Context: an optimization exercise on an open-source flow, tuned for small area, a short achievable clock period and few clock cycles per item. The choices shown serve that exercise and are no tape-out recipe.
Where RTL was checked, it was by simulation tests only, not by an equivalence proof against the original.

== rev 12 ==
## stripe_recover
module stripe_recover (
    input  wire         clk,
    input  wire         rst,
    input  wire         cfg_valid,
    output wire         cfg_ready,
    input  wire [4:0]   cfg_k,
    input  wire [1:0]   cfg_m,
    input  wire [18:0]  cfg_avail,
    input  wire         in_valid,
    output wire         in_ready,
    input  wire [151:0] in_data,
    output wire         out_valid,
    input  wire         out_ready,
    output wire         out_ok,
    output wire [127:0] out_data
);
export LEC_CHECK = 0
export CAP_MARGIN = 20
export CORE_MARGIN = 2
export CORE_UTILIZATION = 40
export CTS_BUF_LIST = sky130_fd_sc_hd__clkbuf_4
export SLEW_MARGIN = 20
create_clock -name core_clock -period 14.0 [get_ports {clk}]
standard.sh (not shown) runs the stock make flow with config.mk's settings and CLKGATE_MAP_FILE= SYNTH_SCRIPT=/design/flow/synth_recipe.tcl, a recipe that flattens the netlist after the stock synthesis.
==> flow/flow/run.sh <==
#!/bin/bash
set -euo pipefail
bash standard.sh SETUP_SLACK_MARGIN=8.0 "BUFFER_PORTS_ARGS=-buffer_cell sky130_fd_sc_hd__buf_1" finish > flow_make.log 2>&1
The following lists how rev 13 was set up differently from rev 12:
--- a/flow/design.v
+++ b/flow/design.v
@@ -410,20 +410,20 @@
         else if (ld)
             v1 <= in_valid && !busy;
         if (ld) begin
             md <= f_md;
             s0 <= f_s0;
             s1 <= f_s1;
             s2 <= f_s2;
         end
     end
-    wire [7:0] t0 = gf_mul(s0, c_b00) ^ gf_mul(s1, c_b01) ^ (s2 & {8{c_b02}});
-    wire [7:0] t1 = gf_mul(s0, c_b10) ^ gf_mul(s1, c_b11) ^ (s2 & {8{c_b12}});
+    wire [7:0] t0 = gf_mul(c_b00, s0) ^ gf_mul(c_b01, s1) ^ (s2 & {8{c_b02}});
+    wire [7:0] t1 = gf_mul(c_b10, s0) ^ gf_mul(c_b11, s1) ^ (s2 & {8{c_b12}});
     wire [7:0] x0 = gf_mul(c_k0, t0);
     wire [7:0] x1 = gf_mul(c_k1, t1);
     wire [7:0] x2 = s0 ^ x0 ^ x1;
     reg [127:0] f_out;
     integer     oc;
     always @(*) begin
         for (oc = 0; oc < 16; oc = oc + 1)
             f_out[oc*8 +: 8] = md[oc*8 +: 8] |
                                (x0 & {8{q_ne[0] && q_p0 == oc[3:0]}}) |
### Flow results
In summary, rev 13 completed successfully, with a layout that passed the timing, design-rule and antenna checks. Rev 12 → rev 13: post-synthesis share of cell area spent on and, or, nand and nor gates comparable; number of placed instances, taps included increased by 42 relative to the old numbers; routed wirelength normalized by instance count shows a reduction of 4.1%; maximum frequency from static timing analysis did not really move.
No functional check of the RTL was part of any run of this note.

* * *

## yarrow
Another version of the RTL of stripe_recover (not shown whole).
For scale: about 5300 cells after synthesis, ~270 flip-flops, about 320 I/O pins, roughly 39000 sq um of cells after synthesis.
export LEC_CHECK = 0
export CAP_MARGIN = 20
export CORE_MARGIN = 2
export CORE_UTILIZATION = 40
export SLEW_MARGIN = 20
create_clock -name core_clock -period 14.0 [get_ports {clk}]
run.sh (not shown) runs the stock make flow with config.mk's settings and CLKGATE_MAP_FILE= SYNTH_SCRIPT=/design/flow/synth_recipe.tcl, a recipe that flattens the netlist after the stock synthesis.
Stock flow here: none of the scripts above is used.
#### Input delta (onyx over yarrow)
-- flow/design.v --
<<< yarrow, line 521
    reg [2:0]  q_rp;            
    reg        q_fail;
    wire ld = !out_valid || out_ready;    
    reg  busy;                            
    assign cfg_ready = ld;
>>> onyx, line 521
    reg [2:0]  q_rp;            
    reg        q_fail;
    reg  v1, v2;                          
    wire ld2 = !v2 || out_ready;          
    wire ld  = !v1 || ld2;                
    reg  busy;                            
    assign cfg_ready = ld;
<<< yarrow, line 620
        c_k1  <= gf_ipow(lk1);
    end
    reg         v1;
    reg [127:0] md;             
    reg [7:0]   s0, s1, s2;     
>>> onyx, line 622
        c_k1  <= gf_ipow(lk1);
    end
    reg [127:0] md;             
    reg [7:0]   s0, s1, s2;     
<<< yarrow, line 682
                               (x2 & {8{q_ne[2] && q_p2 == oc[3:0]}});
    end
    assign out_valid = v1;
    assign out_ok    = !fail;
    assign out_data  = f_out;
endmodule
>>> onyx, line 683
                               (x2 & {8{q_ne[2] && q_p2 == oc[3:0]}});
    end
    reg [127:0] r_out;
    reg         r_ok;
    always @(posedge clk) begin
        if (rst)
            v2 <= 1'b0;
        else if (ld2)
            v2 <= v1;
        if (ld2) begin
            r_out <= f_out;
            r_ok  <= !fail;
        end
    end
    assign out_valid = v2;
    assign out_ok    = r_ok;
    assign out_data  = r_out;
endmodule
==> run summary <==
onyx ended with more synthesized cell count than yarrow.
The average vias per placed instance reported for onyx is smaller than that of yarrow by 1.4%.
Diff yarrow -> onyx: delay of the slowest cell on the worst path has decreased; core utilization of the finished layout has decreased; non-clock buffer count has increased; net total in the final layout has increased; transition time at the pin with the least slew margin has decreased.
Going from yarrow to onyx, the worst setup slack was found to have gone up by 1.93 ns.
Of the two values seen for origin of the worst setup path, s0[0]$_DFFE_PN_ was produced by yarrow and cfg_k[4] by onyx.
Comparing yarrow and onyx, the higher clock period minus final worst setup slack was measured on yarrow.
Function was not checked in any run of this note: the RTL went through the layout flow alone.

* * *

stripe_recover with an RTL version that a note above also has.
Size: roughly 4600 cells after synthesis, ~420 flip-flops, roughly 320 I/O pins.
Design stripe_recover, start of the top module:
module stripe_recover (
    input  wire         clk,
    input  wire         rst,
    input  wire         cfg_valid,
    output wire         cfg_ready,
    input  wire [4:0]   cfg_k,
    input  wire [1:0]   cfg_m,
    input  wire [18:0]  cfg_avail,
    input  wire         in_valid,
    output wire         in_ready,
    input  wire [151:0] in_data,
    output wire         out_valid,
    input  wire         out_ready,
    output wire         out_ok,
    output wire [127:0] out_data
);
    function [7:0] gf_mul;
        input [7:0] a;
        input [7:0] b;
        reg   [7:0] x, acc;
        integer     t;
        begin
            x   = a;
            acc = 8'h00;
            for (t = 0; t < 8; t = t + 1) begin
                if (b[t])
                    acc = acc ^ x;
                x = {x[6:0], 1'b0} ^ (x[7] ? 8'h1D : 8'h00);
            end
            gf_mul = acc;
        end
    endfunction
    function [7:0] gf_mulc;
        input [7:0] a;
        input integer e;
        reg   [7:0] x;
        integer     t;
        begin
            x = a;
            for (t = 0; t < e; t = t + 1)
                x = {x[6:0], 1'b0} ^ (x[7] ? 8'h1D : 8'h00);
            gf_mulc = x;
        end
    endfunction
    function [7:0] gf_zech;
        input [3:0] n;
        begin
            case (n)
            4'd0: gf_zech = 8'h00;
            4'd1: gf_zech = 8'h19;
            4'd2: gf_zech = 8'h32;
            4'd3: gf_zech = 8'hDF;
            4'd4: gf_zech = 8'h64;
            4'd5: gf_zech = 8'h8A;
            4'd6: gf_zech = 8'hBF;
            4'd7: gf_zech = 8'h70;
            4'd8: gf_zech = 8'hC8;
            4'd9: gf_zech = 8'h78;
            4'd10: gf_zech = 8'h15;
            4'd11: gf_zech = 8'hF5;
            4'd12: gf_zech = 8'h7F;
            4'd13: gf_zech = 8'h63;
            4'd14: gf_zech = 8'hE0;
            4'd15: gf_zech = 8'h21;
            default: gf_zech = 8'h00;
            endcase
        end
    endfunction
    function [7:0] gf_pw;
        input [4:0] n;
        begin
  ...
export LEC_CHECK = 0
export CAP_MARGIN = 20
export CORE_MARGIN = 2
export CORE_UTILIZATION = 40
export SLEW_MARGIN = 20
create_clock -name core_clock -period 14.0 [get_ports {clk}]
standard.sh (not shown) runs the stock make flow with config.mk's settings and CLKGATE_MAP_FILE= SYNTH_SCRIPT=/design/flow/synth_recipe.tcl, a recipe that flattens the netlist after the stock synthesis.
Scripts as last shown in full above: flow/flow/run.sh
Rerun with:
--- a/flow/design.v
+++ b/flow/design.v
@@ -237,37 +237,28 @@
         f_rp[1] = cfg_m[1] && cfg_avail[17];
         f_rp[2] = (cfg_m == 2'd3) && cfg_avail[18];
     end
     reg [15:0] q_pm;            
     reg [15:0] q_er;            
     reg [2:0]  q_rp;            
     reg  v1, v2;                          
     wire ld2 = !v2 || out_ready;          
     wire ld  = !v1 || ld2;                
     reg  busy;                            
+    assign cfg_ready = ld;
+    assign in_ready  = ld && !busy;
     always @(posedge clk) begin
         if (rst)
             busy <= 1'b0;
         else
             busy <= cfg_valid && ld;
     end
-    wire n_v1   = !rst && (ld ? (in_valid && !busy) : v1);
-    wire n_v2   = !rst && (ld2 ? v1 : v2);
-    wire n_busy = !rst && cfg_valid && ld;
-    reg  r_nf, r_nb, r_nfb;
-    always @(posedge clk) begin
-        r_nf  <= !(n_v1 && n_v2);
-        r_nb  <= !n_busy;
-        r_nfb <= !(n_v1 && n_v2) && !n_busy;
-    end
-    assign cfg_ready = r_nf || out_ready;
-    assign in_ready  = r_nfb || (out_ready && r_nb);
     always @(posedge clk) begin
         if (cfg_valid && ld) begin
             q_pm <= cfg_avail[15:0] & f_km;
             q_er <= ~cfg_avail[15:0] & f_km;
             q_rp <= f_rp;
         end
     end
     reg [3:0]  g_pre [0:15];    
     reg [3:0]  g_p0, g_p1, g_p2;
     reg [3:0]  g_ne;
Synthesized area shrinks by 1.6%.
Wire length shrinks by 2.7%.
Utilization stays flat.
Die area shrinks by about 1.6%.
Setup slack loses 0.16 ns.
Register-to-register slack gains 0.03 ns.
Testbench counts after the change, summed over its fixed seeds: cycles 6,544, items 6,144.
Only the layout flow was run in the first run of this note; the RTL was not checked for function there.

-- re-timing with driven ports --
The flow's constraints put no driver on any port. The routed layouts listed below were extracted and timed again, unchanged, in two steps.
Step 1 assumes that a clkbuf_16 drives the clock port and a buf_2 every other input.
Step 2 also shifts input and output timing later by t, the mid clock arrival at the registers, as if the neighbouring blocks saw the same clock.
Slacks: no drivers / after step 1 / after step 2; pairs: no drivers / after step 1.
run	t, ns	slack for setup (ns)	clock arrival spread, ns	worst slew at a driven data input, ns	pins driven straight from the clock port
rev 12	1.058	7.960 / 7.922 / 7.191	0.127 / 0.127	0.13	1
rev 13	0.954	7.958 / 7.925 / 7.385	0.096 / 0.096	0.10	1
yarrow	0.653	4.103 / 4.033 / 4.686	0.031 / 0.031	0.10	1
onyx	0.674	6.031 / 6.076 / 5.401	0.037 / 0.037	0.08	1
the first run of note 3	0.672	7.958 / 7.925 / 7.573	0.064 / 0.063	0.10	1
the second run of note 3	0.669	7.794 / 7.763 / 7.580	0.048 / 0.048	0.12	1
After both steps every run listed still meets setup and hold. For rev 12, which loses most, drivers alone change the setup slack by -0.038 ns; drivers and shift together by -0.769 ns.
